This design comes from an exercise in tuning for small area, a short achievable clock period and few clock cycles per item on the open sky130 flow, not from production work.
No run shown here included a check of the RTL's function; only the layout flow was run.

## flow/design.v (module list and top-level ports; edited modules follow where they fit)
// module warp_offset: 969 lines
module warp_offset (
    input  wire         clk,
    input  wire         rst,
    input  wire         in_valid,
    output wire         in_ready,
    input  wire [14:0]  in_x,
    input  wire [23:0]  in_row,
    input  wire [23:0]  in_rows,
    input  wire [7:0]   in_pitch,
    input  wire [7:0]   in_beam_slow,
    input  wire [7:0]   in_facet_slow,
    input  wire [7:0]   in_slip,
    input  wire [7:0]   in_scr_w_m1,
    input  wire [7:0]   in_scr_h_m1,
    input  wire [7:0]   in_scr_x0,
    input  wire [7:0]   in_scr_y0,
    output wire [7:0]   node_addr_a,
    output wire [7:0]   node_addr_b,
    input  wire [15:0]  node_data_a,
    input  wire [15:0]  node_data_b,
    output wire [24:0]  src_row_a,
    output wire [24:0]  src_row_b,
    output wire [14:0]  src_col,
    input  wire [7:0]   src_data_a,
    input  wire [7:0]   src_data_b,
    output wire [15:0]  scr_cell,
    input  wire [119:0] scr_data,
    output wire         out_valid,
    input  wire         out_ready,
    output wire [15:0]  out_offset,
    output wire         out_clamp,
    output wire [24:0]  out_ra,
    output wire [4:0]   out_w,
    output wire [24:0]  out_rn,
    output wire [7:0]   out_c,
    output wire [3:0]   out_level
);
  // ...
==> flow/run.sh <==
#!/bin/bash
# synth_recipe.tcl (not shown) runs the flow's synth.tcl, then flattens the netlist and writes it again
# the make line also repeats each setting of config.mk as NAME=value (left out here)
make -C /OpenROAD-flow-scripts/flow DESIGN_CONFIG=/design/flow/config.mk WORK_HOME=/design/flow/orfs CLKGATE_MAP_FILE= SYNTH_SCRIPT=/design/flow/synth_recipe.tcl finish
==> flow/config.mk <==
export PLATFORM = sky130hd
export DESIGN_NAME = warp_offset
export DESIGN_NICKNAME = warp_offset
export VERILOG_FILES = /design/flow/design.v
export SDC_FILE = /design/flow/constraint.sdc
export NUM_CORES = 4
export LEC_CHECK = 0
export CAP_MARGIN = 20
export CORE_MARGIN = 2
export CORE_UTILIZATION = 40
export PLACE_DENSITY = 0.6
export SETUP_SLACK_MARGIN = 5
export SLEW_MARGIN = 20
==> flow/constraint.sdc <==
create_clock -name core_clock -period 14.0 [get_ports {clk}]
set_input_delay 2.8000 -clock core_clock [delete_from_list [all_inputs] [get_ports {clk}]]
set_output_delay 2.8000 -clock core_clock [all_outputs]
set_load 0.01 [all_outputs]
==> impl_results.md, run 1 <==
- Met2 Use GR: 31.6%
- Most frequent cells in the layout: edfxtp_1, ha_1, inv_1
- WHS Endpoint: qd_q1_q7
- Commonest cells in the netlist: edfxtp_1, ha_1, inv_1, a21oi_1, xnor2_1
- Top sig layer: met4
- Area leader, netlist: edfxtp_1
- Gpl congestion: 0.866
- Row cnt: 165
- Fin crit share: 80.1%
- Post-Synthesis Cell Area: 0.0811 mm²
- Final Hold Vio Count: 0
- Diodes inserted: 7
- Non-clk buf share: 7.68%
- Total negative slack: 0 ns
- Area delta synth->final: 20.4%
- Grt ovf: 0
- Largest net degree at the start of global routing: 189
- Worst Setup Start Kind: flip-flop
- H-tree Lvls: 4
- Dpl cell area: 0.0892 mm²
- Fmax: 89.2 MHz
- Worst path required time: 11.20 ns
- CP Class: reg2out
- Non-clk invs: 839
- Vias post-DR: 52.7k
- # port buffers: 481
- Fill cells: 17.8k
- Multi-input gate share of total cell area: 42.0%
- Worst rel slew slack: 25.0%
- Post-synth EDFFs: 1,257
- Post-synthesis mux area share: 4.76%
- Reg2reg setup slack: 3.07 ns
- Post-synthesis sequential area ratio: 46.9%
- Area occupied by multi-input gates: 0.0410 mm²
- Crit path max-delay family: compound AO/OA/AOI/OAI gates
- Setup Viol. Count Final: 0
- Number of buffers and inverters on the critical path: 8
- Worst Skew: 0.0339 ns
- Initial Util: 40.2%
- Outcome: complete, no violations
==> run 2, diff against run 1 <==
==> flow/design.v (replaced) <==
module warp_offset (
    input  wire         clk,
    input  wire         rst,
    input  wire         in_valid,
    output wire         in_ready,
    input  wire [14:0]  in_x,
    input  wire [23:0]  in_row,
    input  wire [23:0]  in_rows,
    input  wire [7:0]   in_pitch,
    input  wire [7:0]   in_beam_slow,
    input  wire [7:0]   in_facet_slow,
    input  wire [7:0]   in_slip,
    input  wire [7:0]   in_scr_w_m1,
    input  wire [7:0]   in_scr_h_m1,
    input  wire [7:0]   in_scr_x0,
    input  wire [7:0]   in_scr_y0,
    output wire [7:0]   node_addr_a,
    output wire [7:0]   node_addr_b,
    input  wire [15:0]  node_data_a,
    input  wire [15:0]  node_data_b,
    output wire [24:0]  src_row_a,
    output wire [24:0]  src_row_b,
    output wire [14:0]  src_col,
    input  wire [7:0]   src_data_a,
    input  wire [7:0]   src_data_b,
    output wire [15:0]  scr_cell,
    input  wire [119:0] scr_data,
    output wire         out_valid,
    input  wire         out_ready,
    output wire [15:0]  out_offset,
    output wire         out_clamp,
    output wire [24:0]  out_ra,
    output wire [4:0]   out_w,
    output wire [24:0]  out_rn,
    output wire [7:0]   out_c,
    output wire [3:0]   out_level
);
    reg v1;
    reg v2;
    reg v3;
    reg v4;
    reg v5;
    reg v6;
    reg v7;
    reg v8;
    reg v9;
    reg v10;
    reg v11;
    reg v12;
    reg v13;
    reg v14;
    reg v15;
    reg  sv;         
    reg  hv;         
    wire adv    = ~sv;
    wire o_free = ~v15 | out_ready;
    wire o_load = sv ? out_ready : o_free;
    wire s_load = ~sv & ~o_free;
    assign in_ready  = adv;
    assign out_valid = v15;
    always @(posedge clk) begin
        if (rst) begin
            v1 <= 1'b0; v2 <= 1'b0; v3 <= 1'b0; v4 <= 1'b0; v5 <= 1'b0; v6 <= 1'b0; v7 <= 1'b0; v8 <= 1'b0; v9 <= 1'b0; v10 <= 1'b0; v11 <= 1'b0; v12 <= 1'b0; v13 <= 1'b0; v14 <= 1'b0; v15 <= 1'b0;
            sv <= 1'b0;
            hv <= 1'b0;
        end else begin
            hv <= sv;
            if (sv) begin
                if (out_ready) begin
                    v15 <= 1'b1;
                    sv <= 1'b0;
                end
            end else begin
                v1 <= in_valid;
            v2 <= v1;
            v3 <= v2;
            v4 <= v3;
            v5 <= v4;
            v6 <= v5;
            v7 <= v6;
            v8 <= v7;
            v9 <= v8;
            v10 <= v9;
            v11 <= v10;
            v12 <= v11;
            v13 <= v12;
            v14 <= v13;
                if (o_free) v15 <= v14;
                else sv <= v14;
            end
        end
    end
    reg  [3:0] lvl_s;
    reg  [7:0] c_s;
    reg  [24:0] ra_s;
    reg  [0:0] clamp_s;
    reg  [11:0] o_s;
    wire [14:0] x_w;
    reg  [14:0] x_q1;
    reg  [14:0] x_q2;
    reg  [14:0] x_q3;
    reg  [14:0] x_q4;
    reg  [14:0] x_q5;
    reg  [14:0] x_q6;
    reg  [14:0] x_q7;
    reg  [14:0] x_q8;
    reg  [14:0] x_q9;
    reg  [14:0] x_q10;
    reg  [14:0] x_q11;
    reg  [14:0] x_q12;
    wire [23:0] r_w;
    reg  [23:0] r_q1;
    reg  [23:0] r_q2;
    reg  [23:0] r_q3;
    reg  [23:0] r_q4;
    reg  [23:0] r_q5;
    reg  [23:0] r_q6;
    reg  [23:0] r_q7;
    reg  [23:0] r_q8;
    reg  [23:0] r_q9;
    reg  [23:0] r_q10;
    reg  [23:0] r_q11;
    wire [7:0] p_w;
    reg  [7:0] p_q1;
    reg  [7:0] p_q2;
    reg  [7:0] p_q3;
    reg  [7:0] p_q4;
    reg  [7:0] p_q5;
    reg  [7:0] p_q6;
    reg  [7:0] p_q7;
    reg  [7:0] p_q8;
    reg  [7:0] p_q9;
    reg  [7:0] p_q10;
    wire [9:0] s3_w;
    reg  [9:0] s3_q1;
    reg  [9:0] s3_q2;
    reg  [9:0] s3_q3;
    reg  [9:0] s3_q4;
    wire [7:0] wm1_w;
    reg  [7:0] wm1_q1;
    reg  [7:0] wm1_q2;
    reg  [7:0] wm1_q3;
    reg  [7:0] wm1_q4;
    reg  [7:0] wm1_q5;
    reg  [7:0] wm1_q6;
    reg  [7:0] wm1_q7;
    reg  [7:0] wm1_q8;
    wire [7:0] hm1_w;
    reg  [7:0] hm1_q1;
    reg  [7:0] hm1_q2;
    reg  [7:0] hm1_q3;
    reg  [7:0] hm1_q4;
    reg  [7:0] hm1_q5;
    reg  [7:0] hm1_q6;
    reg  [7:0] hm1_q7;
    wire [8:0] s9x_w;
    reg  [8:0] s9x_q1;
    reg  [8:0] s9x_q2;
    reg  [8:0] s9x_q3;
    reg  [8:0] s9x_q4;
    wire [8:0] s9y_w;
    reg  [8:0] s9y_q1;
    reg  [8:0] s9y_q2;
    reg  [8:0] s9y_q3;
    reg  [8:0] s9y_q4;
    reg  [8:0] s9y_q5;
    reg  [8:0] s9y_q6;
    reg  [8:0] s9y_q7;
    wire [24:0] dr25_w;
    wire [7:0] dr_w;
    reg  [7:0] dr_q1;
    reg  [7:0] dr_q2;
    reg  [7:0] dr_q3;
    reg  [7:0] dr_q4;
    reg  [7:0] dr_q5;
    reg  [7:0] dr_q6;
    reg  [7:0] dr_q7;
    reg  [7:0] dr_q8;
    reg  [7:0] dr_q9;
    reg  [7:0] dr_q10;
    reg  [7:0] dr_q11;
    wire [0:0] sathi_w;
    reg  [0:0] sathi_q1;
    reg  [0:0] sathi_q2;
    reg  [0:0] sathi_q3;
    wire [6:0] kr0_w;
    wire [8:0] kd_t0_w;
    wire [0:0] kd_q0_w;
    reg  [0:0] kd_q0_q1;
    reg  [0:0] kd_q0_q2;
    wire [6:0] kd_r0_w;
    reg  [6:0] kd_r0_q1;
    wire [8:0] kd_t1_w;
    reg  [8:0] kd_t1_q1;
    wire [0:0] kd_q1_w;
    reg  [0:0] kd_q1_q1;
    reg  [0:0] kd_q1_q2;
    wire [6:0] kd_r1_w;
    wire [8:0] kd_t2_w;
    wire [0:0] kd_q2_w;
    reg  [0:0] kd_q2_q2;
    wire [6:0] kd_r2_w;
    wire [8:0] kd_t3_w;
    wire [0:0] kd_q3_w;
    reg  [0:0] kd_q3_q2;
    wire [6:0] kd_r3_w;
    reg  [6:0] kd_r3_q2;
    wire [8:0] kd_t4_w;
    reg  [8:0] kd_t4_q2;
    wire [0:0] kd_q4_w;
    reg  [0:0] kd_q4_q2;
    wire [6:0] kd_r4_w;
    wire [8:0] kd_t5_w;
    wire [0:0] kd_q5_w;
    wire [6:0] kd_r5_w;
    wire [8:0] kd_t6_w;
    wire [0:0] kd_q6_w;
    wire [6:0] kd_r6_w;
    reg  [6:0] kd_r6_q3;
    wire [8:0] kd_t7_w;
    reg  [8:0] kd_t7_q3;
    wire [0:0] kd_q7_w;
    reg  [0:0] kd_q7_q3;
    wire [6:0] kd_r7_w;
    wire [7:0] k_w;
    reg  [7:0] k_q3;
    wire [0:0] sat_w;
    wire [6:0] fr_w;
    reg  [6:0] fr_q4;
    reg  [6:0] fr_q5;
    wire [7:0] a1_w;
    reg  [7:0] a1_q4;
    wire [15:0] na_d_w;
    wire [15:0] na_w;
    wire [15:0] nb_d_w;
    wire [15:0] nb_w;
    wire [16:0] d_w;
    wire [0:0] s_w;
    reg  [0:0] s_q5;
    reg  [0:0] s_q6;
    reg  [0:0] s_q7;
    reg  [0:0] s_q8;
    reg  [0:0] s_q9;
    reg  [0:0] s_q10;
    reg  [0:0] s_q11;
    wire [15:0] du_w;
    reg  [15:0] du_q5;
    wire [16:0] nap_w;
    reg  [16:0] nap_q5;
    reg  [16:0] nap_q6;
    reg  [16:0] nap_q7;
    reg  [16:0] nap_q8;
    reg  [16:0] nap_q9;
    reg  [16:0] nap_q10;
    reg  [16:0] nap_q11;
    wire [7:0] add_w;
    reg  [7:0] add_q5;
    wire [22:0] v_w;
    wire [6:0] vr0_w;
    wire [0:0] vb15_w;
    wire [0:0] vb14_w;
    reg  [0:0] vb14_q6;
    wire [0:0] vb13_w;
    reg  [0:0] vb13_q6;
    wire [0:0] vb12_w;
    reg  [0:0] vb12_q6;
    wire [0:0] vb11_w;
    reg  [0:0] vb11_q6;
    reg  [0:0] vb11_q7;
    wire [0:0] vb10_w;
    reg  [0:0] vb10_q6;
    reg  [0:0] vb10_q7;
    wire [0:0] vb9_w;
    reg  [0:0] vb9_q6;
    reg  [0:0] vb9_q7;
    wire [0:0] vb8_w;
    reg  [0:0] vb8_q6;
    reg  [0:0] vb8_q7;
    reg  [0:0] vb8_q8;
    wire [0:0] vb7_w;
    reg  [0:0] vb7_q6;
    reg  [0:0] vb7_q7;
    reg  [0:0] vb7_q8;
    wire [0:0] vb6_w;
    reg  [0:0] vb6_q6;
    reg  [0:0] vb6_q7;
    reg  [0:0] vb6_q8;
    wire [0:0] vb5_w;
    reg  [0:0] vb5_q6;
    reg  [0:0] vb5_q7;
    reg  [0:0] vb5_q8;
    reg  [0:0] vb5_q9;
    wire [0:0] vb4_w;
    reg  [0:0] vb4_q6;
    reg  [0:0] vb4_q7;
    reg  [0:0] vb4_q8;
    reg  [0:0] vb4_q9;
    wire [0:0] vb3_w;
    reg  [0:0] vb3_q6;
    reg  [0:0] vb3_q7;
    reg  [0:0] vb3_q8;
    reg  [0:0] vb3_q9;
    wire [0:0] vb2_w;
    reg  [0:0] vb2_q6;
    reg  [0:0] vb2_q7;
    reg  [0:0] vb2_q8;
    reg  [0:0] vb2_q9;
    reg  [0:0] vb2_q10;
    wire [0:0] vb1_w;
    reg  [0:0] vb1_q6;
    reg  [0:0] vb1_q7;
    reg  [0:0] vb1_q8;
    reg  [0:0] vb1_q9;
    reg  [0:0] vb1_q10;
    wire [0:0] vb0_w;
    reg  [0:0] vb0_q6;
    reg  [0:0] vb0_q7;
    reg  [0:0] vb0_q8;
    reg  [0:0] vb0_q9;
    reg  [0:0] vb0_q10;
    wire [8:0] qd_t0_w;
    wire [0:0] qd_q0_w;
    reg  [0:0] qd_q0_q6;
    reg  [0:0] qd_q0_q7;
    reg  [0:0] qd_q0_q8;
    reg  [0:0] qd_q0_q9;
    reg  [0:0] qd_q0_q10;
    wire [6:0] qd_r0_w;
    reg  [6:0] qd_r0_q6;
    wire [8:0] qd_t1_w;
    wire [0:0] qd_q1_w;
    reg  [0:0] qd_q1_q7;
    reg  [0:0] qd_q1_q8;
    reg  [0:0] qd_q1_q9;
    reg  [0:0] qd_q1_q10;
    wire [6:0] qd_r1_w;
    wire [8:0] qd_t2_w;
    wire [0:0] qd_q2_w;
    reg  [0:0] qd_q2_q7;
    reg  [0:0] qd_q2_q8;
    reg  [0:0] qd_q2_q9;
    reg  [0:0] qd_q2_q10;
    wire [6:0] qd_r2_w;
    wire [8:0] qd_t3_w;
    wire [0:0] qd_q3_w;
    reg  [0:0] qd_q3_q7;
    reg  [0:0] qd_q3_q8;
    reg  [0:0] qd_q3_q9;
    reg  [0:0] qd_q3_q10;
    wire [6:0] qd_r3_w;
    reg  [6:0] qd_r3_q7;
    wire [8:0] qd_t4_w;
    wire [0:0] qd_q4_w;
    reg  [0:0] qd_q4_q8;
    reg  [0:0] qd_q4_q9;
    reg  [0:0] qd_q4_q10;
    wire [6:0] qd_r4_w;
    wire [8:0] qd_t5_w;
    wire [0:0] qd_q5_w;
    reg  [0:0] qd_q5_q8;
    reg  [0:0] qd_q5_q9;
    reg  [0:0] qd_q5_q10;
    wire [6:0] qd_r5_w;
    wire [8:0] qd_t6_w;
    wire [0:0] qd_q6_w;
    reg  [0:0] qd_q6_q8;
    reg  [0:0] qd_q6_q9;
    reg  [0:0] qd_q6_q10;
    wire [6:0] qd_r6_w;
    reg  [6:0] qd_r6_q8;
    wire [8:0] qd_t7_w;
    wire [0:0] qd_q7_w;
    reg  [0:0] qd_q7_q9;
    reg  [0:0] qd_q7_q10;
    wire [6:0] qd_r7_w;
    wire [8:0] qd_t8_w;
    wire [0:0] qd_q8_w;
    reg  [0:0] qd_q8_q9;
    reg  [0:0] qd_q8_q10;
    wire [6:0] qd_r8_w;
    wire [8:0] qd_t9_w;
    wire [0:0] qd_q9_w;
    reg  [0:0] qd_q9_q9;
    reg  [0:0] qd_q9_q10;
    wire [6:0] qd_r9_w;
    reg  [6:0] qd_r9_q9;
    wire [8:0] qd_t10_w;
    wire [0:0] qd_q10_w;
    reg  [0:0] qd_q10_q10;
    wire [6:0] qd_r10_w;
    wire [8:0] qd_t11_w;
    wire [0:0] qd_q11_w;
    reg  [0:0] qd_q11_q10;
    wire [6:0] qd_r11_w;
    wire [8:0] qd_t12_w;
    wire [0:0] qd_q12_w;
    reg  [0:0] qd_q12_q10;
    wire [6:0] qd_r12_w;
    reg  [6:0] qd_r12_q10;
    wire [8:0] qd_t13_w;
    wire [0:0] qd_q13_w;
    wire [6:0] qd_r13_w;
    wire [8:0] qd_t14_w;
    wire [0:0] qd_q14_w;
    wire [6:0] qd_r14_w;
    wire [8:0] qd_t15_w;
    wire [0:0] qd_q15_w;
    wire [6:0] qd_r15_w;
    wire [15:0] qm_w;
    reg  [15:0] qm_q11;
    wire [16:0] sum_w;
    wire [0:0] chi_w;
    wire [0:0] clo_w;
    wire [11:0] o_w;
    reg  [11:0] o_q12;
    reg  [11:0] o_q13;
    reg  [11:0] o_q14;
    reg  [11:0] o_q15;
    wire [0:0] clamp_w;
    reg  [0:0] clamp_q12;
    reg  [0:0] clamp_q13;
    reg  [0:0] clamp_q14;
    reg  [0:0] clamp_q15;
    wire [25:0] ra26_w;
    wire [24:0] ra_w;
    reg  [24:0] ra_q12;
    reg  [24:0] ra_q13;
    reg  [24:0] ra_q14;
    reg  [24:0] ra_q15;
    wire [0:0] ina_w;
    reg  [0:0] ina_q12;
    reg  [0:0] ina_q13;
    wire [0:0] inb_w;
    reg  [0:0] inb_q12;
    reg  [0:0] inb_q13;
    wire [7:0] sda_w;
    wire [7:0] sdb_w;
    wire [7:0] sa_w;
    wire [7:0] sb_w;
    wire [12:0] csum_w;
    wire [7:0] c_d_w;
    wire [7:0] c_w;
    reg  [7:0] c_q14;
    reg  [7:0] c_q15;
    wire [9:0] xd_t0_w;
    wire [0:0] xd_q0_w;
    wire [0:0] xd_r0_w;
    wire [9:0] xd_t1_w;
    wire [0:0] xd_q1_w;
    wire [1:0] xd_r1_w;
    wire [9:0] xd_t2_w;
    wire [0:0] xd_q2_w;
    wire [2:0] xd_r2_w;
    wire [9:0] xd_t3_w;
    wire [0:0] xd_q3_w;
    wire [3:0] xd_r3_w;
    reg  [3:0] xd_r3_q1;
    wire [9:0] xd_t4_w;
    wire [0:0] xd_q4_w;
    wire [4:0] xd_r4_w;
    wire [9:0] xd_t5_w;
    wire [0:0] xd_q5_w;
    wire [5:0] xd_r5_w;
    reg  [5:0] xd_r5_q2;
    wire [9:0] xd_t6_w;
    reg  [9:0] xd_t6_q2;
    wire [0:0] xd_q6_w;
    reg  [0:0] xd_q6_q2;
    wire [6:0] xd_r6_w;
    wire [7:0] xf_w;
    wire [9:0] xe_t0_w;
    wire [0:0] xe_q0_w;
    wire [7:0] xe_r0_w;
    wire [9:0] xe_t1_w;
    wire [0:0] xe_q1_w;
    wire [7:0] xe_r1_w;
    reg  [7:0] xe_r1_q3;
    wire [9:0] xe_t2_w;
    wire [0:0] xe_q2_w;
    wire [7:0] xe_r2_w;
    wire [9:0] xe_t3_w;
    wire [0:0] xe_q3_w;
    wire [7:0] xe_r3_w;
    wire [9:0] xe_t4_w;
    wire [0:0] xe_q4_w;
    wire [7:0] xe_r4_w;
    reg  [7:0] xe_r4_q4;
    wire [9:0] xe_t5_w;
    wire [0:0] xe_q5_w;
    wire [7:0] xe_r5_w;
    wire [9:0] xe_t6_w;
    wire [0:0] xe_q6_w;
    wire [7:0] xe_r6_w;
    wire [9:0] xe_t7_w;
    wire [0:0] xe_q7_w;
    wire [7:0] xe_r7_w;
    reg  [7:0] xe_r7_q5;
    reg  [7:0] xe_r7_q6;
    reg  [7:0] xe_r7_q7;
    reg  [7:0] xe_r7_q8;
    wire [9:0] yd_t0_w;
    wire [0:0] yd_q0_w;
    wire [0:0] yd_r0_w;
    wire [9:0] yd_t1_w;
    wire [0:0] yd_q1_w;
    wire [1:0] yd_r1_w;
    wire [9:0] yd_t2_w;
    wire [0:0] yd_q2_w;
    wire [2:0] yd_r2_w;
    wire [9:0] yd_t3_w;
    wire [0:0] yd_q3_w;
    wire [3:0] yd_r3_w;
    reg  [3:0] yd_r3_q1;
    wire [9:0] yd_t4_w;
    wire [0:0] yd_q4_w;
    wire [4:0] yd_r4_w;
    wire [9:0] yd_t5_w;
    wire [0:0] yd_q5_w;
    wire [5:0] yd_r5_w;
    reg  [5:0] yd_r5_q2;
    wire [9:0] yd_t6_w;
    reg  [9:0] yd_t6_q2;
    wire [0:0] yd_q6_w;
    reg  [0:0] yd_q6_q2;
    wire [6:0] yd_r6_w;
    wire [9:0] yd_t7_w;
    wire [0:0] yd_q7_w;
    wire [7:0] yd_r7_w;
    wire [9:0] yd_t8_w;
    wire [0:0] yd_q8_w;
    wire [7:0] yd_r8_w;
    reg  [7:0] yd_r8_q3;
    wire [9:0] yd_t9_w;
    reg  [9:0] yd_t9_q3;
    wire [0:0] yd_q9_w;
    reg  [0:0] yd_q9_q3;
    wire [7:0] yd_r9_w;
    wire [9:0] yd_t10_w;
    wire [0:0] yd_q10_w;
    wire [7:0] yd_r10_w;
    wire [9:0] yd_t11_w;
    wire [0:0] yd_q11_w;
    wire [7:0] yd_r11_w;
    reg  [7:0] yd_r11_q4;
    wire [9:0] yd_t12_w;
    reg  [9:0] yd_t12_q4;
    wire [0:0] yd_q12_w;
    reg  [0:0] yd_q12_q4;
    wire [7:0] yd_r12_w;
    wire [9:0] yd_t13_w;
    wire [0:0] yd_q13_w;
    wire [7:0] yd_r13_w;
    wire [9:0] yd_t14_w;
    wire [0:0] yd_q14_w;
    wire [7:0] yd_r14_w;
    reg  [7:0] yd_r14_q5;
    wire [9:0] yd_t15_w;
    reg  [9:0] yd_t15_q5;
    wire [0:0] yd_q15_w;
    reg  [0:0] yd_q15_q5;
    wire [7:0] yd_r15_w;
    wire [7:0] yf_w;
    wire [9:0] ye_t0_w;
    wire [0:0] ye_q0_w;
    wire [7:0] ye_r0_w;
    wire [9:0] ye_t1_w;
    wire [0:0] ye_q1_w;
    wire [7:0] ye_r1_w;
    reg  [7:0] ye_r1_q6;
    wire [9:0] ye_t2_w;
    wire [0:0] ye_q2_w;
    wire [7:0] ye_r2_w;
    wire [9:0] ye_t3_w;
    wire [0:0] ye_q3_w;
    wire [7:0] ye_r3_w;
    wire [9:0] ye_t4_w;
    wire [0:0] ye_q4_w;
    wire [7:0] ye_r4_w;
    reg  [7:0] ye_r4_q7;
    wire [9:0] ye_t5_w;
    wire [0:0] ye_q5_w;
    wire [7:0] ye_r5_w;
    wire [9:0] ye_t6_w;
    wire [0:0] ye_q6_w;
    wire [7:0] ye_r6_w;
    wire [9:0] ye_t7_w;
    wire [0:0] ye_q7_w;
    wire [7:0] ye_r7_w;
    reg  [7:0] ye_r7_q8;
    wire [15:0] cell_w;
    reg  [15:0] cell_q9;
    reg  [15:0] cell_q10;
    reg  [15:0] cell_q11;
    reg  [15:0] cell_q12;
    reg  [15:0] cell_q13;
    wire [3:0] lvl_d_w;
    wire [3:0] lvl_w;
    reg  [3:0] lvl_q15;
    reg  [15:0] na_h;
    reg  [15:0] nb_h;
    reg  [7:0] c_h;
    reg  [3:0] lvl_h;
    assign x_w = in_x;
    assign r_w = in_row;
    assign p_w = (in_pitch < 8'd16) ? 8'd16 : (in_pitch > 8'd128) ? 8'd128 : in_pitch;
    assign s3_w = {{2{in_beam_slow[7]}}, in_beam_slow} + {{2{in_facet_slow[7]}}, in_facet_slow} + {{2{in_slip[7]}}, in_slip};
    assign wm1_w = in_scr_w_m1;
    assign hm1_w = in_scr_h_m1;
    assign s9x_w = {1'b0, in_x[7:0]} + {1'b0, in_scr_x0};
    assign s9y_w = {1'b0, in_row[7:0]} + {1'b0, in_scr_y0};
    assign dr25_w = {1'b0, in_rows} - {1'b0, in_row};
    assign dr_w = ($signed(dr25_w) > 25'sd65) ? 8'd65 : ($signed(dr25_w) < -25'sd65) ? 8'hBF : dr25_w[7:0];
    assign sathi_w = {1'b0, x_w[14:8]} >= p_w;
    assign kr0_w = x_w[14:8];
    assign kd_t0_w = {1'b0, 8'({kr0_w, x_w[7]})} - {1'b0, p_w};
    assign kd_q0_w = ~kd_t0_w[8];
    assign kd_r0_w = kd_q0_w ? kd_t0_w[6:0] : 7'({kr0_w, x_w[7]});
    assign kd_t1_w = {1'b0, 8'({kd_r0_w, x_w[6]})} - {1'b0, p_w};
    assign kd_q1_w = ~kd_t1_w[8];
    assign kd_r1_w = kd_q1_q1 ? kd_t1_q1[6:0] : 7'({kd_r0_q1, x_q1[6]});
    assign kd_t2_w = {1'b0, 8'({kd_r1_w, x_q1[5]})} - {1'b0, p_q1};
    assign kd_q2_w = ~kd_t2_w[8];
    assign kd_r2_w = kd_q2_w ? kd_t2_w[6:0] : 7'({kd_r1_w, x_q1[5]});
    assign kd_t3_w = {1'b0, 8'({kd_r2_w, x_q1[4]})} - {1'b0, p_q1};
    assign kd_q3_w = ~kd_t3_w[8];
    assign kd_r3_w = kd_q3_w ? kd_t3_w[6:0] : 7'({kd_r2_w, x_q1[4]});
    assign kd_t4_w = {1'b0, 8'({kd_r3_w, x_q1[3]})} - {1'b0, p_q1};
    assign kd_q4_w = ~kd_t4_w[8];
    assign kd_r4_w = kd_q4_q2 ? kd_t4_q2[6:0] : 7'({kd_r3_q2, x_q2[3]});
    assign kd_t5_w = {1'b0, 8'({kd_r4_w, x_q2[2]})} - {1'b0, p_q2};
    assign kd_q5_w = ~kd_t5_w[8];
    assign kd_r5_w = kd_q5_w ? kd_t5_w[6:0] : 7'({kd_r4_w, x_q2[2]});
    assign kd_t6_w = {1'b0, 8'({kd_r5_w, x_q2[1]})} - {1'b0, p_q2};
    assign kd_q6_w = ~kd_t6_w[8];
    assign kd_r6_w = kd_q6_w ? kd_t6_w[6:0] : 7'({kd_r5_w, x_q2[1]});
    assign kd_t7_w = {1'b0, 8'({kd_r6_w, x_q2[0]})} - {1'b0, p_q2};
    assign kd_q7_w = ~kd_t7_w[8];
    assign kd_r7_w = kd_q7_q3 ? kd_t7_q3[6:0] : 7'({kd_r6_q3, x_q3[0]});
    assign k_w = {kd_q0_q2, kd_q1_q2, kd_q2_q2, kd_q3_q2, kd_q4_q2, kd_q5_w, kd_q6_w, kd_q7_w};
    assign sat_w = sathi_q3 | (k_q3 == 8'hFF);
    assign fr_w = sat_w ? 7'd0 : kd_r7_w;
    assign a1_w = {1'b0, fr_w} + {2'b0, p_q3[7:1] - 7'd1 + {6'd0, p_q3[0]}};
    assign na_d_w = node_data_a;
    assign na_w = hv ? na_h : na_d_w;
    assign nb_d_w = node_data_b;
    assign nb_w = hv ? nb_h : nb_d_w;
    assign d_w = {nb_w[15], nb_w} - {na_w[15], na_w};
    assign s_w = d_w[16];
    assign du_w = d_w[15:0] ^ {16{s_w}};
    assign nap_w = {na_w[15], na_w} + {{7{s3_q4[9]}}, s3_q4};
    assign add_w = s_w ? a1_q4 : {1'b0, p_q4[7:1]};
    assign v_w = {7'd0, du_q5} * {16'd0, fr_q5} + {15'd0, add_q5};
    assign vr0_w = v_w[22:16];
    assign vb15_w = v_w[15];
    assign vb14_w = v_w[14];
    assign vb13_w = v_w[13];
    assign vb12_w = v_w[12];
    assign vb11_w = v_w[11];
    assign vb10_w = v_w[10];
    assign vb9_w = v_w[9];
    assign vb8_w = v_w[8];
    assign vb7_w = v_w[7];
    assign vb6_w = v_w[6];
    assign vb5_w = v_w[5];
    assign vb4_w = v_w[4];
    assign vb3_w = v_w[3];
    assign vb2_w = v_w[2];
    assign vb1_w = v_w[1];
    assign vb0_w = v_w[0];
    assign qd_t0_w = {1'b0, 8'({vr0_w, vb15_w})} - {1'b0, p_q5};
    assign qd_q0_w = ~qd_t0_w[8];
    assign qd_r0_w = qd_q0_w ? qd_t0_w[6:0] : 7'({vr0_w, vb15_w});
    assign qd_t1_w = {1'b0, 8'({qd_r0_q6, vb14_q6})} - {1'b0, p_q6};
    assign qd_q1_w = ~qd_t1_w[8];
    assign qd_r1_w = qd_q1_w ? qd_t1_w[6:0] : 7'({qd_r0_q6, vb14_q6});
    assign qd_t2_w = {1'b0, 8'({qd_r1_w, vb13_q6})} - {1'b0, p_q6};
    assign qd_q2_w = ~qd_t2_w[8];
    assign qd_r2_w = qd_q2_w ? qd_t2_w[6:0] : 7'({qd_r1_w, vb13_q6});
    assign qd_t3_w = {1'b0, 8'({qd_r2_w, vb12_q6})} - {1'b0, p_q6};
    assign qd_q3_w = ~qd_t3_w[8];
    assign qd_r3_w = qd_q3_w ? qd_t3_w[6:0] : 7'({qd_r2_w, vb12_q6});
    assign qd_t4_w = {1'b0, 8'({qd_r3_q7, vb11_q7})} - {1'b0, p_q7};
    assign qd_q4_w = ~qd_t4_w[8];
    assign qd_r4_w = qd_q4_w ? qd_t4_w[6:0] : 7'({qd_r3_q7, vb11_q7});
    assign qd_t5_w = {1'b0, 8'({qd_r4_w, vb10_q7})} - {1'b0, p_q7};
    assign qd_q5_w = ~qd_t5_w[8];
    assign qd_r5_w = qd_q5_w ? qd_t5_w[6:0] : 7'({qd_r4_w, vb10_q7});
    assign qd_t6_w = {1'b0, 8'({qd_r5_w, vb9_q7})} - {1'b0, p_q7};
    assign qd_q6_w = ~qd_t6_w[8];
    assign qd_r6_w = qd_q6_w ? qd_t6_w[6:0] : 7'({qd_r5_w, vb9_q7});
    assign qd_t7_w = {1'b0, 8'({qd_r6_q8, vb8_q8})} - {1'b0, p_q8};
    assign qd_q7_w = ~qd_t7_w[8];
    assign qd_r7_w = qd_q7_w ? qd_t7_w[6:0] : 7'({qd_r6_q8, vb8_q8});
    assign qd_t8_w = {1'b0, 8'({qd_r7_w, vb7_q8})} - {1'b0, p_q8};
    assign qd_q8_w = ~qd_t8_w[8];
    assign qd_r8_w = qd_q8_w ? qd_t8_w[6:0] : 7'({qd_r7_w, vb7_q8});
    assign qd_t9_w = {1'b0, 8'({qd_r8_w, vb6_q8})} - {1'b0, p_q8};
    assign qd_q9_w = ~qd_t9_w[8];
    assign qd_r9_w = qd_q9_w ? qd_t9_w[6:0] : 7'({qd_r8_w, vb6_q8});
    assign qd_t10_w = {1'b0, 8'({qd_r9_q9, vb5_q9})} - {1'b0, p_q9};
    assign qd_q10_w = ~qd_t10_w[8];
    assign qd_r10_w = qd_q10_w ? qd_t10_w[6:0] : 7'({qd_r9_q9, vb5_q9});
    assign qd_t11_w = {1'b0, 8'({qd_r10_w, vb4_q9})} - {1'b0, p_q9};
    assign qd_q11_w = ~qd_t11_w[8];
    assign qd_r11_w = qd_q11_w ? qd_t11_w[6:0] : 7'({qd_r10_w, vb4_q9});
    assign qd_t12_w = {1'b0, 8'({qd_r11_w, vb3_q9})} - {1'b0, p_q9};
    assign qd_q12_w = ~qd_t12_w[8];
    assign qd_r12_w = qd_q12_w ? qd_t12_w[6:0] : 7'({qd_r11_w, vb3_q9});
    assign qd_t13_w = {1'b0, 8'({qd_r12_q10, vb2_q10})} - {1'b0, p_q10};
    assign qd_q13_w = ~qd_t13_w[8];
    assign qd_r13_w = qd_q13_w ? qd_t13_w[6:0] : 7'({qd_r12_q10, vb2_q10});
    assign qd_t14_w = {1'b0, 8'({qd_r13_w, vb1_q10})} - {1'b0, p_q10};
    assign qd_q14_w = ~qd_t14_w[8];
    assign qd_r14_w = qd_q14_w ? qd_t14_w[6:0] : 7'({qd_r13_w, vb1_q10});
    assign qd_t15_w = {1'b0, 8'({qd_r14_w, vb0_q10})} - {1'b0, p_q10};
    assign qd_q15_w = ~qd_t15_w[8];
    assign qd_r15_w = qd_q15_w ? qd_t15_w[6:0] : 7'({qd_r14_w, vb0_q10});
    assign qm_w = {qd_q0_q10, qd_q1_q10, qd_q2_q10, qd_q3_q10, qd_q4_q10, qd_q5_q10, qd_q6_q10, qd_q7_q10, qd_q8_q10, qd_q9_q10, qd_q10_q10, qd_q11_q10, qd_q12_q10, qd_q13_w, qd_q14_w, qd_q15_w};
    assign sum_w = nap_q11 + {s_q11, qm_q11 ^ {16{s_q11}}} + {16'd0, s_q11};
    assign chi_w = ~sum_w[16] & (sum_w[15:11] != 5'd0);
    assign clo_w = sum_w[16] & (sum_w[15:11] != 5'h1F);
    assign o_w = chi_w ? 12'h7FF : clo_w ? 12'h800 : sum_w[11:0];
    assign clamp_w = chi_w | clo_w;
    assign ra26_w = {2'b0, r_q11} + {{19{o_w[11]}}, o_w[11:5]};
    assign ra_w = ra26_w[24:0];
    assign ina_w = ~ra26_w[25] & ($signed(dr_q11) > $signed(o_w[11:5]));
    assign inb_w = (~ra26_w[25] | (&ra26_w)) & ($signed({dr_q11[7], dr_q11}) > $signed({{2{o_w[11]}}, o_w[11:5]}) + 9'sd1);
    assign sda_w = src_data_a;
    assign sdb_w = src_data_b;
    assign sa_w = ina_q13 ? sda_w : 8'd0;
    assign sb_w = inb_q13 ? sdb_w : 8'd0;
    assign csum_w = {5'd0, sa_w} * (13'd32 - {8'd0, o_q13[4:0]}) + {5'd0, sb_w} * {8'd0, o_q13[4:0]} + 13'd16;
    assign c_d_w = csum_w[12:5];
    assign c_w = hv ? c_h : c_d_w;
    assign xd_t0_w = {1'b0, 9'(x_w[14])} + {2'b11, ~wm1_w};
    assign xd_q0_w = ~xd_t0_w[9];
    assign xd_r0_w = xd_q0_w ? xd_t0_w[0:0] : 1'(x_w[14]);
    assign xd_t1_w = {1'b0, 9'({xd_r0_w, x_w[13]})} + {2'b11, ~wm1_w};
    assign xd_q1_w = ~xd_t1_w[9];
    assign xd_r1_w = xd_q1_w ? xd_t1_w[1:0] : 2'({xd_r0_w, x_w[13]});
    assign xd_t2_w = {1'b0, 9'({xd_r1_w, x_w[12]})} + {2'b11, ~wm1_w};
    assign xd_q2_w = ~xd_t2_w[9];
    assign xd_r2_w = xd_q2_w ? xd_t2_w[2:0] : 3'({xd_r1_w, x_w[12]});
    assign xd_t3_w = {1'b0, 9'({xd_r2_w, x_w[11]})} + {2'b11, ~wm1_w};
    assign xd_q3_w = ~xd_t3_w[9];
    assign xd_r3_w = xd_q3_w ? xd_t3_w[3:0] : 4'({xd_r2_w, x_w[11]});
    assign xd_t4_w = {1'b0, 9'({xd_r3_q1, x_q1[10]})} + {2'b11, ~wm1_q1};
    assign xd_q4_w = ~xd_t4_w[9];
    assign xd_r4_w = xd_q4_w ? xd_t4_w[4:0] : 5'({xd_r3_q1, x_q1[10]});
    assign xd_t5_w = {1'b0, 9'({xd_r4_w, x_q1[9]})} + {2'b11, ~wm1_q1};
    assign xd_q5_w = ~xd_t5_w[9];
    assign xd_r5_w = xd_q5_w ? xd_t5_w[5:0] : 6'({xd_r4_w, x_q1[9]});
    assign xd_t6_w = {1'b0, 9'({xd_r5_w, x_q1[8]})} + {2'b11, ~wm1_q1};
    assign xd_q6_w = ~xd_t6_w[9];
    assign xd_r6_w = xd_q6_q2 ? xd_t6_q2[6:0] : 7'({xd_r5_q2, x_q2[8]});
    assign xf_w = s9x_q2[8] ? ((xd_r6_w == wm1_q2) ? 8'd0 : xd_r6_w + 8'd1) : xd_r6_w;
    assign xe_t0_w = {1'b0, 9'({xf_w, s9x_q2[7]})} + {2'b11, ~wm1_q2};
    assign xe_q0_w = ~xe_t0_w[9];
    assign xe_r0_w = xe_q0_w ? xe_t0_w[7:0] : 8'({xf_w, s9x_q2[7]});
    assign xe_t1_w = {1'b0, 9'({xe_r0_w, s9x_q2[6]})} + {2'b11, ~wm1_q2};
    assign xe_q1_w = ~xe_t1_w[9];
    assign xe_r1_w = xe_q1_w ? xe_t1_w[7:0] : 8'({xe_r0_w, s9x_q2[6]});
    assign xe_t2_w = {1'b0, 9'({xe_r1_q3, s9x_q3[5]})} + {2'b11, ~wm1_q3};
    assign xe_q2_w = ~xe_t2_w[9];
    assign xe_r2_w = xe_q2_w ? xe_t2_w[7:0] : 8'({xe_r1_q3, s9x_q3[5]});
    assign xe_t3_w = {1'b0, 9'({xe_r2_w, s9x_q3[4]})} + {2'b11, ~wm1_q3};
    assign xe_q3_w = ~xe_t3_w[9];
    assign xe_r3_w = xe_q3_w ? xe_t3_w[7:0] : 8'({xe_r2_w, s9x_q3[4]});
    assign xe_t4_w = {1'b0, 9'({xe_r3_w, s9x_q3[3]})} + {2'b11, ~wm1_q3};
    assign xe_q4_w = ~xe_t4_w[9];
    assign xe_r4_w = xe_q4_w ? xe_t4_w[7:0] : 8'({xe_r3_w, s9x_q3[3]});
    assign xe_t5_w = {1'b0, 9'({xe_r4_q4, s9x_q4[2]})} + {2'b11, ~wm1_q4};
    assign xe_q5_w = ~xe_t5_w[9];
    assign xe_r5_w = xe_q5_w ? xe_t5_w[7:0] : 8'({xe_r4_q4, s9x_q4[2]});
    assign xe_t6_w = {1'b0, 9'({xe_r5_w, s9x_q4[1]})} + {2'b11, ~wm1_q4};
    assign xe_q6_w = ~xe_t6_w[9];
    assign xe_r6_w = xe_q6_w ? xe_t6_w[7:0] : 8'({xe_r5_w, s9x_q4[1]});
    assign xe_t7_w = {1'b0, 9'({xe_r6_w, s9x_q4[0]})} + {2'b11, ~wm1_q4};
    assign xe_q7_w = ~xe_t7_w[9];
    assign xe_r7_w = xe_q7_w ? xe_t7_w[7:0] : 8'({xe_r6_w, s9x_q4[0]});
    assign yd_t0_w = {1'b0, 9'(r_w[23])} + {2'b11, ~hm1_w};
    assign yd_q0_w = ~yd_t0_w[9];
    assign yd_r0_w = yd_q0_w ? yd_t0_w[0:0] : 1'(r_w[23]);
    assign yd_t1_w = {1'b0, 9'({yd_r0_w, r_w[22]})} + {2'b11, ~hm1_w};
    assign yd_q1_w = ~yd_t1_w[9];
    assign yd_r1_w = yd_q1_w ? yd_t1_w[1:0] : 2'({yd_r0_w, r_w[22]});
    assign yd_t2_w = {1'b0, 9'({yd_r1_w, r_w[21]})} + {2'b11, ~hm1_w};
    assign yd_q2_w = ~yd_t2_w[9];
    assign yd_r2_w = yd_q2_w ? yd_t2_w[2:0] : 3'({yd_r1_w, r_w[21]});
    assign yd_t3_w = {1'b0, 9'({yd_r2_w, r_w[20]})} + {2'b11, ~hm1_w};
    assign yd_q3_w = ~yd_t3_w[9];
    assign yd_r3_w = yd_q3_w ? yd_t3_w[3:0] : 4'({yd_r2_w, r_w[20]});
    assign yd_t4_w = {1'b0, 9'({yd_r3_q1, r_q1[19]})} + {2'b11, ~hm1_q1};
    assign yd_q4_w = ~yd_t4_w[9];
    assign yd_r4_w = yd_q4_w ? yd_t4_w[4:0] : 5'({yd_r3_q1, r_q1[19]});
    assign yd_t5_w = {1'b0, 9'({yd_r4_w, r_q1[18]})} + {2'b11, ~hm1_q1};
    assign yd_q5_w = ~yd_t5_w[9];
    assign yd_r5_w = yd_q5_w ? yd_t5_w[5:0] : 6'({yd_r4_w, r_q1[18]});
    assign yd_t6_w = {1'b0, 9'({yd_r5_w, r_q1[17]})} + {2'b11, ~hm1_q1};
    assign yd_q6_w = ~yd_t6_w[9];
    assign yd_r6_w = yd_q6_q2 ? yd_t6_q2[6:0] : 7'({yd_r5_q2, r_q2[17]});
    assign yd_t7_w = {1'b0, 9'({yd_r6_w, r_q2[16]})} + {2'b11, ~hm1_q2};
    assign yd_q7_w = ~yd_t7_w[9];
    assign yd_r7_w = yd_q7_w ? yd_t7_w[7:0] : 8'({yd_r6_w, r_q2[16]});
    assign yd_t8_w = {1'b0, 9'({yd_r7_w, r_q2[15]})} + {2'b11, ~hm1_q2};
    assign yd_q8_w = ~yd_t8_w[9];
    assign yd_r8_w = yd_q8_w ? yd_t8_w[7:0] : 8'({yd_r7_w, r_q2[15]});
    assign yd_t9_w = {1'b0, 9'({yd_r8_w, r_q2[14]})} + {2'b11, ~hm1_q2};
    assign yd_q9_w = ~yd_t9_w[9];
    assign yd_r9_w = yd_q9_q3 ? yd_t9_q3[7:0] : 8'({yd_r8_q3, r_q3[14]});
    assign yd_t10_w = {1'b0, 9'({yd_r9_w, r_q3[13]})} + {2'b11, ~hm1_q3};
    assign yd_q10_w = ~yd_t10_w[9];
    assign yd_r10_w = yd_q10_w ? yd_t10_w[7:0] : 8'({yd_r9_w, r_q3[13]});
    assign yd_t11_w = {1'b0, 9'({yd_r10_w, r_q3[12]})} + {2'b11, ~hm1_q3};
    assign yd_q11_w = ~yd_t11_w[9];
    assign yd_r11_w = yd_q11_w ? yd_t11_w[7:0] : 8'({yd_r10_w, r_q3[12]});
    assign yd_t12_w = {1'b0, 9'({yd_r11_w, r_q3[11]})} + {2'b11, ~hm1_q3};
    assign yd_q12_w = ~yd_t12_w[9];
    assign yd_r12_w = yd_q12_q4 ? yd_t12_q4[7:0] : 8'({yd_r11_q4, r_q4[11]});
    assign yd_t13_w = {1'b0, 9'({yd_r12_w, r_q4[10]})} + {2'b11, ~hm1_q4};
    assign yd_q13_w = ~yd_t13_w[9];
    assign yd_r13_w = yd_q13_w ? yd_t13_w[7:0] : 8'({yd_r12_w, r_q4[10]});
    assign yd_t14_w = {1'b0, 9'({yd_r13_w, r_q4[9]})} + {2'b11, ~hm1_q4};
    assign yd_q14_w = ~yd_t14_w[9];
    assign yd_r14_w = yd_q14_w ? yd_t14_w[7:0] : 8'({yd_r13_w, r_q4[9]});
    assign yd_t15_w = {1'b0, 9'({yd_r14_w, r_q4[8]})} + {2'b11, ~hm1_q4};
    assign yd_q15_w = ~yd_t15_w[9];
    assign yd_r15_w = yd_q15_q5 ? yd_t15_q5[7:0] : 8'({yd_r14_q5, r_q5[8]});
    assign yf_w = s9y_q5[8] ? ((yd_r15_w == hm1_q5) ? 8'd0 : yd_r15_w + 8'd1) : yd_r15_w;
    assign ye_t0_w = {1'b0, 9'({yf_w, s9y_q5[7]})} + {2'b11, ~hm1_q5};
    assign ye_q0_w = ~ye_t0_w[9];
    assign ye_r0_w = ye_q0_w ? ye_t0_w[7:0] : 8'({yf_w, s9y_q5[7]});
    assign ye_t1_w = {1'b0, 9'({ye_r0_w, s9y_q5[6]})} + {2'b11, ~hm1_q5};
    assign ye_q1_w = ~ye_t1_w[9];
    assign ye_r1_w = ye_q1_w ? ye_t1_w[7:0] : 8'({ye_r0_w, s9y_q5[6]});
    assign ye_t2_w = {1'b0, 9'({ye_r1_q6, s9y_q6[5]})} + {2'b11, ~hm1_q6};
    assign ye_q2_w = ~ye_t2_w[9];
    assign ye_r2_w = ye_q2_w ? ye_t2_w[7:0] : 8'({ye_r1_q6, s9y_q6[5]});
    assign ye_t3_w = {1'b0, 9'({ye_r2_w, s9y_q6[4]})} + {2'b11, ~hm1_q6};
    assign ye_q3_w = ~ye_t3_w[9];
    assign ye_r3_w = ye_q3_w ? ye_t3_w[7:0] : 8'({ye_r2_w, s9y_q6[4]});
    assign ye_t4_w = {1'b0, 9'({ye_r3_w, s9y_q6[3]})} + {2'b11, ~hm1_q6};
    assign ye_q4_w = ~ye_t4_w[9];
    assign ye_r4_w = ye_q4_w ? ye_t4_w[7:0] : 8'({ye_r3_w, s9y_q6[3]});
    assign ye_t5_w = {1'b0, 9'({ye_r4_q7, s9y_q7[2]})} + {2'b11, ~hm1_q7};
    assign ye_q5_w = ~ye_t5_w[9];
    assign ye_r5_w = ye_q5_w ? ye_t5_w[7:0] : 8'({ye_r4_q7, s9y_q7[2]});
    assign ye_t6_w = {1'b0, 9'({ye_r5_w, s9y_q7[1]})} + {2'b11, ~hm1_q7};
    assign ye_q6_w = ~ye_t6_w[9];
    assign ye_r6_w = ye_q6_w ? ye_t6_w[7:0] : 8'({ye_r5_w, s9y_q7[1]});
    assign ye_t7_w = {1'b0, 9'({ye_r6_w, s9y_q7[0]})} + {2'b11, ~hm1_q7};
    assign ye_q7_w = ~ye_t7_w[9];
    assign ye_r7_w = ye_q7_w ? ye_t7_w[7:0] : 8'({ye_r6_w, s9y_q7[0]});
    assign cell_w = {8'd0, ye_r7_q8} * {8'd0, wm1_q8} + {8'd0, ye_r7_q8} + {8'd0, xe_r7_q8};
    assign lvl_d_w = {3'd0, (c_q14 > scr_data[7:0])} + {3'd0, (c_q14 > scr_data[15:8])} + {3'd0, (c_q14 > scr_data[23:16])} + {3'd0, (c_q14 > scr_data[31:24])} + {3'd0, (c_q14 > scr_data[39:32])} + {3'd0, (c_q14 > scr_data[47:40])} + {3'd0, (c_q14 > scr_data[55:48])} + {3'd0, (c_q14 > scr_data[63:56])} + {3'd0, (c_q14 > scr_data[71:64])} + {3'd0, (c_q14 > scr_data[79:72])} + {3'd0, (c_q14 > scr_data[87:80])} + {3'd0, (c_q14 > scr_data[95:88])} + {3'd0, (c_q14 > scr_data[103:96])} + {3'd0, (c_q14 > scr_data[111:104])} + {3'd0, (c_q14 > scr_data[119:112])};
    assign lvl_w = hv ? lvl_h : lvl_d_w;
    always @(posedge clk) begin
        if (adv) begin
            x_q1 <= x_w;
            x_q2 <= x_q1;
            x_q3 <= x_q2;
            x_q4 <= x_q3;
            x_q5 <= x_q4;
            x_q6 <= x_q5;
            x_q7 <= x_q6;
            x_q8 <= x_q7;
            x_q9 <= x_q8;
            x_q10 <= x_q9;
            x_q11 <= x_q10;
            x_q12 <= x_q11;
            r_q1 <= r_w;
            r_q2 <= r_q1;
            r_q3 <= r_q2;
            r_q4 <= r_q3;
            r_q5 <= r_q4;
            r_q6 <= r_q5;
            r_q7 <= r_q6;
            r_q8 <= r_q7;
            r_q9 <= r_q8;
            r_q10 <= r_q9;
            r_q11 <= r_q10;
            p_q1 <= p_w;
            p_q2 <= p_q1;
            p_q3 <= p_q2;
            p_q4 <= p_q3;
            p_q5 <= p_q4;
            p_q6 <= p_q5;
            p_q7 <= p_q6;
            p_q8 <= p_q7;
            p_q9 <= p_q8;
            p_q10 <= p_q9;
            s3_q1 <= s3_w;
            s3_q2 <= s3_q1;
            s3_q3 <= s3_q2;
            s3_q4 <= s3_q3;
            wm1_q1 <= wm1_w;
            wm1_q2 <= wm1_q1;
            wm1_q3 <= wm1_q2;
            wm1_q4 <= wm1_q3;
            wm1_q5 <= wm1_q4;
            wm1_q6 <= wm1_q5;
            wm1_q7 <= wm1_q6;
            wm1_q8 <= wm1_q7;
            hm1_q1 <= hm1_w;
            hm1_q2 <= hm1_q1;
            hm1_q3 <= hm1_q2;
            hm1_q4 <= hm1_q3;
            hm1_q5 <= hm1_q4;
            hm1_q6 <= hm1_q5;
            hm1_q7 <= hm1_q6;
            s9x_q1 <= s9x_w;
            s9x_q2 <= s9x_q1;
            s9x_q3 <= s9x_q2;
            s9x_q4 <= s9x_q3;
            s9y_q1 <= s9y_w;
            s9y_q2 <= s9y_q1;
            s9y_q3 <= s9y_q2;
            s9y_q4 <= s9y_q3;
            s9y_q5 <= s9y_q4;
            s9y_q6 <= s9y_q5;
            s9y_q7 <= s9y_q6;
            dr_q1 <= dr_w;
            dr_q2 <= dr_q1;
            dr_q3 <= dr_q2;
            dr_q4 <= dr_q3;
            dr_q5 <= dr_q4;
            dr_q6 <= dr_q5;
            dr_q7 <= dr_q6;
            dr_q8 <= dr_q7;
            dr_q9 <= dr_q8;
            dr_q10 <= dr_q9;
            dr_q11 <= dr_q10;
            sathi_q1 <= sathi_w;
            sathi_q2 <= sathi_q1;
            sathi_q3 <= sathi_q2;
            kd_q0_q1 <= kd_q0_w;
            kd_q0_q2 <= kd_q0_q1;
            kd_r0_q1 <= kd_r0_w;
            kd_t1_q1 <= kd_t1_w;
            kd_q1_q1 <= kd_q1_w;
            kd_q1_q2 <= kd_q1_q1;
            kd_q2_q2 <= kd_q2_w;
            kd_q3_q2 <= kd_q3_w;
            kd_r3_q2 <= kd_r3_w;
            kd_t4_q2 <= kd_t4_w;
            kd_q4_q2 <= kd_q4_w;
            kd_r6_q3 <= kd_r6_w;
            kd_t7_q3 <= kd_t7_w;
            kd_q7_q3 <= kd_q7_w;
            k_q3 <= k_w;
            fr_q4 <= fr_w;
            fr_q5 <= fr_q4;
            a1_q4 <= a1_w;
            s_q5 <= s_w;
            s_q6 <= s_q5;
            s_q7 <= s_q6;
            s_q8 <= s_q7;
            s_q9 <= s_q8;
            s_q10 <= s_q9;
            s_q11 <= s_q10;
            du_q5 <= du_w;
            nap_q5 <= nap_w;
            nap_q6 <= nap_q5;
            nap_q7 <= nap_q6;
            nap_q8 <= nap_q7;
            nap_q9 <= nap_q8;
            nap_q10 <= nap_q9;
            nap_q11 <= nap_q10;
            add_q5 <= add_w;
            vb14_q6 <= vb14_w;
            vb13_q6 <= vb13_w;
            vb12_q6 <= vb12_w;
            vb11_q6 <= vb11_w;
            vb11_q7 <= vb11_q6;
            vb10_q6 <= vb10_w;
            vb10_q7 <= vb10_q6;
            vb9_q6 <= vb9_w;
            vb9_q7 <= vb9_q6;
            vb8_q6 <= vb8_w;
            vb8_q7 <= vb8_q6;
            vb8_q8 <= vb8_q7;
            vb7_q6 <= vb7_w;
            vb7_q7 <= vb7_q6;
            vb7_q8 <= vb7_q7;
            vb6_q6 <= vb6_w;
            vb6_q7 <= vb6_q6;
            vb6_q8 <= vb6_q7;
            vb5_q6 <= vb5_w;
            vb5_q7 <= vb5_q6;
            vb5_q8 <= vb5_q7;
            vb5_q9 <= vb5_q8;
            vb4_q6 <= vb4_w;
            vb4_q7 <= vb4_q6;
            vb4_q8 <= vb4_q7;
            vb4_q9 <= vb4_q8;
            vb3_q6 <= vb3_w;
            vb3_q7 <= vb3_q6;
            vb3_q8 <= vb3_q7;
            vb3_q9 <= vb3_q8;
            vb2_q6 <= vb2_w;
            vb2_q7 <= vb2_q6;
            vb2_q8 <= vb2_q7;
            vb2_q9 <= vb2_q8;
            vb2_q10 <= vb2_q9;
            vb1_q6 <= vb1_w;
            vb1_q7 <= vb1_q6;
            vb1_q8 <= vb1_q7;
            vb1_q9 <= vb1_q8;
            vb1_q10 <= vb1_q9;
            vb0_q6 <= vb0_w;
            vb0_q7 <= vb0_q6;
            vb0_q8 <= vb0_q7;
            vb0_q9 <= vb0_q8;
            vb0_q10 <= vb0_q9;
            qd_q0_q6 <= qd_q0_w;
            qd_q0_q7 <= qd_q0_q6;
            qd_q0_q8 <= qd_q0_q7;
            qd_q0_q9 <= qd_q0_q8;
            qd_q0_q10 <= qd_q0_q9;
            qd_r0_q6 <= qd_r0_w;
            qd_q1_q7 <= qd_q1_w;
            qd_q1_q8 <= qd_q1_q7;
            qd_q1_q9 <= qd_q1_q8;
            qd_q1_q10 <= qd_q1_q9;
            qd_q2_q7 <= qd_q2_w;
            qd_q2_q8 <= qd_q2_q7;
            qd_q2_q9 <= qd_q2_q8;
            qd_q2_q10 <= qd_q2_q9;
            qd_q3_q7 <= qd_q3_w;
            qd_q3_q8 <= qd_q3_q7;
            qd_q3_q9 <= qd_q3_q8;
            qd_q3_q10 <= qd_q3_q9;
            qd_r3_q7 <= qd_r3_w;
            qd_q4_q8 <= qd_q4_w;
            qd_q4_q9 <= qd_q4_q8;
            qd_q4_q10 <= qd_q4_q9;
            qd_q5_q8 <= qd_q5_w;
            qd_q5_q9 <= qd_q5_q8;
            qd_q5_q10 <= qd_q5_q9;
            qd_q6_q8 <= qd_q6_w;
            qd_q6_q9 <= qd_q6_q8;
            qd_q6_q10 <= qd_q6_q9;
            qd_r6_q8 <= qd_r6_w;
            qd_q7_q9 <= qd_q7_w;
            qd_q7_q10 <= qd_q7_q9;
            qd_q8_q9 <= qd_q8_w;
            qd_q8_q10 <= qd_q8_q9;
            qd_q9_q9 <= qd_q9_w;
            qd_q9_q10 <= qd_q9_q9;
            qd_r9_q9 <= qd_r9_w;
            qd_q10_q10 <= qd_q10_w;
            qd_q11_q10 <= qd_q11_w;
            qd_q12_q10 <= qd_q12_w;
            qd_r12_q10 <= qd_r12_w;
            qm_q11 <= qm_w;
            o_q12 <= o_w;
            o_q13 <= o_q12;
            o_q14 <= o_q13;
            clamp_q12 <= clamp_w;
            clamp_q13 <= clamp_q12;
            clamp_q14 <= clamp_q13;
            ra_q12 <= ra_w;
            ra_q13 <= ra_q12;
            ra_q14 <= ra_q13;
            ina_q12 <= ina_w;
            ina_q13 <= ina_q12;
            inb_q12 <= inb_w;
            inb_q13 <= inb_q12;
            c_q14 <= c_w;
            xd_r3_q1 <= xd_r3_w;
            xd_r5_q2 <= xd_r5_w;
            xd_t6_q2 <= xd_t6_w;
            xd_q6_q2 <= xd_q6_w;
            xe_r1_q3 <= xe_r1_w;
            xe_r4_q4 <= xe_r4_w;
            xe_r7_q5 <= xe_r7_w;
            xe_r7_q6 <= xe_r7_q5;
            xe_r7_q7 <= xe_r7_q6;
            xe_r7_q8 <= xe_r7_q7;
            yd_r3_q1 <= yd_r3_w;
            yd_r5_q2 <= yd_r5_w;
            yd_t6_q2 <= yd_t6_w;
            yd_q6_q2 <= yd_q6_w;
            yd_r8_q3 <= yd_r8_w;
            yd_t9_q3 <= yd_t9_w;
            yd_q9_q3 <= yd_q9_w;
            yd_r11_q4 <= yd_r11_w;
            yd_t12_q4 <= yd_t12_w;
            yd_q12_q4 <= yd_q12_w;
            yd_r14_q5 <= yd_r14_w;
            yd_t15_q5 <= yd_t15_w;
            yd_q15_q5 <= yd_q15_w;
            ye_r1_q6 <= ye_r1_w;
            ye_r4_q7 <= ye_r4_w;
            ye_r7_q8 <= ye_r7_w;
            cell_q9 <= cell_w;
            cell_q10 <= cell_q9;
            cell_q11 <= cell_q10;
            cell_q12 <= cell_q11;
            cell_q13 <= cell_q12;
        end
        if (s_load) begin
            o_s <= o_q14;
            clamp_s <= clamp_q14;
            ra_s <= ra_q14;
            c_s <= c_q14;
            lvl_s <= lvl_w;
        end
        if (o_load) begin
            o_q15 <= sv ? o_s : o_q14;
            clamp_q15 <= sv ? clamp_s : clamp_q14;
            ra_q15 <= sv ? ra_s : ra_q14;
            c_q15 <= sv ? c_s : c_q14;
            lvl_q15 <= sv ? lvl_s : lvl_w;
        end
        if (!adv && !hv) begin
            na_h <= na_d_w;
            nb_h <= nb_d_w;
            c_h <= c_d_w;
            lvl_h <= lvl_d_w;
        end
    end
    assign node_addr_a = sat_w ? 8'hFF : k_q3;
    assign node_addr_b = k_q3 + 8'd1;
    assign src_row_a = ra_q12;
    assign src_row_b = ra_q12 + 25'd1;
    assign src_col = x_q12;
    assign scr_cell = cell_q13;
    assign out_offset = {{4{o_q15[11]}}, o_q15};
    assign out_clamp = clamp_q15;
    assign out_w = o_q15[4:0];
    assign out_ra = ra_q15;
    assign out_rn = ra_q15 + {24'd0, o_q15[4]};
    assign out_c = c_q15;
    assign out_level = lvl_q15;
endmodule
==> flow/config.mk (replaced) <==
export PLATFORM = sky130hd
export DESIGN_NAME = warp_offset
export DESIGN_NICKNAME = warp_offset
export VERILOG_FILES = /design/flow/design.v
export SDC_FILE = /design/flow/constraint.sdc
export NUM_CORES = 4
export LEC_CHECK = 0
export CAP_MARGIN = 20
export CORE_MARGIN = 2
export CORE_UTILIZATION = 40
export PLACE_DENSITY = 0.6
export SLEW_MARGIN = 20
==> impl_results.md, run 2 <==
- Start point of the critical path: src_data_a[1]
- Post-route ant nets: 0
- Post-Syn Area per Cell: 13.3 µm²
- Most common cell in the synthesized netlist: edfxtp_1
- Unrepaired setup endpoints after global routing: no
- Fill cells: 21.0k (+18%)
- Outcome: complete, no violations
- Max FO, Critical Path: 6
- GRT met3 Usage: 2.59%
- DR WL/cell: 17.4 µm
- HP Class: reg2reg
- Post-synthesis sequential area ratio: 54.9% (+8.1 points)
- Fin crit share: 58.3% (-22 points)
- H-tree Lvls: 4 (unchanged)
- Setup Viol. Count Final: 0 (unchanged)
- Post-synth top area share: 54.6%
- M1 GR Usage: 21.1%
- Gpl congestion: 0.872 (+0.66%)
- Initial antenna violation count: 11
- Dpl hpwl: 144 mm
- Core Area: 0.235 mm²
- Most frequent cells in the layout: edfxtp_1, ha_1, inv_1
- Insertion delay to the later sink of the worst-skew pair: 0.84 ns
- Area occupied by multi-input gates: 0.0391 mm² (-4.7%)
- Post-synth EDFFs: 1,719 (+37%)
- Die H: 490 µm
- Commonest cells in the netlist: edfxtp_1, ha_1, inv_1, a21oi_1, xnor2_1
- Synth Instances: 7,103
- Met2 Use GR: 26.9% (-4.8 points)
- Grt ovf: 0 (unchanged)
- I/O pins: 482
- DRC Markers: 0
- Initial Util: 40.2% (+0.060 points)
- Cts bufs inserted: 187
- FF+latch count, synth: 1,736
- Final Hold Vio Count: 0 (unchanged)
- 1st-iter DRT viols: 2,959
- Main flop type after synthesis: edfxtp_1
- Worst rel slew slack: 29.4% (+4.3 points)
- Clk Tree Root Cell: clkbuf_16
- Vias/cell: 4.94
- Die area: 0.240 mm²
- Final wirelength: 192 mm
- Top post-synthesis cells by area: edfxtp_1, ha_1, fa_1, mux2_2, xnor2_1
- Final Instance Area: 0.110 mm²
- Vias post-DR: 54.6k (+3.6%)
- Clock sinks: 1,736
- Max Buffers Root-to-Sink: 3
- Total GRT Usage: 15.9%
- # Post-CTS Setup Buffers: 0
- # port buffers: 481 (unchanged)
- Post-cts hold buffer count: 0
- Area leader, netlist: edfxtp_1
- DIE WIDTH: 490 µm
- TritonCTS clock tree: done
- CP Class: in2reg
- Area delta synth->final: 16.0%
- CP Data Arrival Time: 8.74 ns
- Final min period: 8.16 ns
- Total negative slack: 0 ns (unchanged)
- Share of cells above drive strength 1: 8.83%
- Vias in the first global route: 56.1k
- Critical R2R Launch: wm1_q3[1]
- GRT busiest layer: met2
- Element type at the critical path end: flip-flop
- Fin. max-slew vios: 0
- CTS resizes: 0
- Initial DRT Pass Iterations: 6
- Final nets: 9,166
- Row cnt: 178 (+7.9%)
- Fmax: 122 MHz (+37%)
- Storage cell area: 0.0520 mm²
- Largest net degree at the start of global routing: 187 (-1.1%)
- First-pass GRT wire length: 307 mm
- Worst Skew: 0.0444 ns (+0.0105 ns)
- Reg2reg setup slack: 6.07 ns (+3.00 ns)
- Post-Synthesis Cell Area: 0.0946 mm² (+17%)
- Most common cell after layout, fill and taps aside: edfxtp_1
- Worst path required time: 14.58 ns (+3.38 ns)
- Yosys cell types: 90
- Ys async rst share: 0%
- Dpl cell area: 0.103 mm² (+16%)
- Synth warn: 1
- Hold Startpoint: nap_q9[13]
- Syn nets: 8,551
- Worst Setup Start Kind: primary input
- Clock Pin Slew Worst Setup and Hold Paths: 0.06 ns
- Worst Max-Slew Pin Slew: 1.06 ns
- Max_cap viols: 0
==> run 2: cell count changes after synthesis, sizes merged, moves of 14 or more <==
cell    change
a211oi     -20
clkbuf     +18
mux2i      +33
a21oi      -46
o21ai      -14
ha         -19
mux2       +32
o21bai     -15
edfxtp    +462
nor2       -79
nand2b     +15
nand2      -33
==> run 2: worst max-delay path: stages <==
cell and delay [ns]:
clkdlybuf4s50_1 0.64, nand3_1 0.16, fa_1 0.57, inv_1 0.06, fa_1 0.50, fa_1 0.52, inv_1 0.05, fa_1 0.47
inv_1 0.05, fa_1 0.48, ha_1 0.30, a21oi_1 0.23, o21bai_1 0.15, a21oi_1 0.31, o21bai_1 0.18, a2111oi_0 0.64
o41ai_1 0.19, xor2_1 0.18, mux2_2 0.28
==> run 2: cell type report <==
type | instances | share of cell area, %
Sequential cell | 1736 | 47.3
Multi-Input combinational cell | 4420 | 35.6
Timing Repair Buffer | 525 | 4.72
Clock buffer | 218 | 4.43
Tap cell | 3150 | 3.59
Inverter | 848 | 2.92
Clock inverter | 133 | 1.40
Antenna cell | 5 | 0.0114
==> run 2: per-stage QoR <==
step,hold slack [ns],utilization (%),instances,setup WS (ns)
floorplan,0.400,-,7103,0.246
global placement,0.400,43.9,10700,4.92
detailed placement,0.405,43.9,10700,4.91
CTS,0.391,46.7,11000,5.85
global route,0.403,46.7,11000,5.44
finish,0.402,46.7,11000,5.84
==> run 2: kinds of logic (layout without fill, tap and decap cells) <==
family | count (synthesis) | after routing | share of synthesized area (%)
AOI/OAI and AO/OA | 1176 | 1176 | 7.91
buffers and inverters | 947 | 1724 | 3.84
adders and majority gates | 1149 | 1149 | 17.3
other | 0 | 5 | 0
muxes | 416 | 416 | 4.89
xor gates and xnor gates | 527 | 527 | 4.88
and+or+nand+nor | 1152 | 1152 | 6.22
DFF | 1736 | 1736 | 54.9
==> run 2: path summary, 6_finish.rpt <==
check                              endpoint  depth (start not counted)
worst max-delay path               c_q14[7]                         19
worst min-delay path            nap_q10[13]                          0
worst max register to register  xe_r4_q4[2]                         29
worst min register to register  nap_q10[13]                          0
==> run 2: per-layer routing <==
| metal | wire length (µm) | vias to the layer above |
|---|---|---|
| met2 | 92800 | 969 |
| met4 | 4460 | 0 |
| li1 | - | 26800 |
| met3 | 7570 | 254 |
| met1 | 87200 | 26500 |
| met5 | 0 | - |

[what the ideal ports hide]
The results above use ideal ports. As a check the final layouts listed here were re-extracted and re-timed, cells and wires unchanged. Step 1 assumes that a clkbuf_16 drives the clock port and a buf_2 every other input. Step 2 moves the port delays by t, midway between the first and last clock arrival at a register: inputs arrive t later, outputs are due t later. That takes back most of the time a late clock gives input paths. Three values: no drivers, after step 1, after step 2; two values: the first two.
run	shift t [ns]	slack for setup (ns)	slew at the worst register clock pin (ns)
run 1	0.855	2.787 / 2.703 / 3.066	0.07 / 0.07
run 2	0.904	5.836 / 5.887 / 4.983	0.07 / 0.07
After both steps setup and hold are still met in every run listed. The setup slack of run 2, which loses most, moves by +0.051 ns with the drivers and by -0.853 ns with both steps.
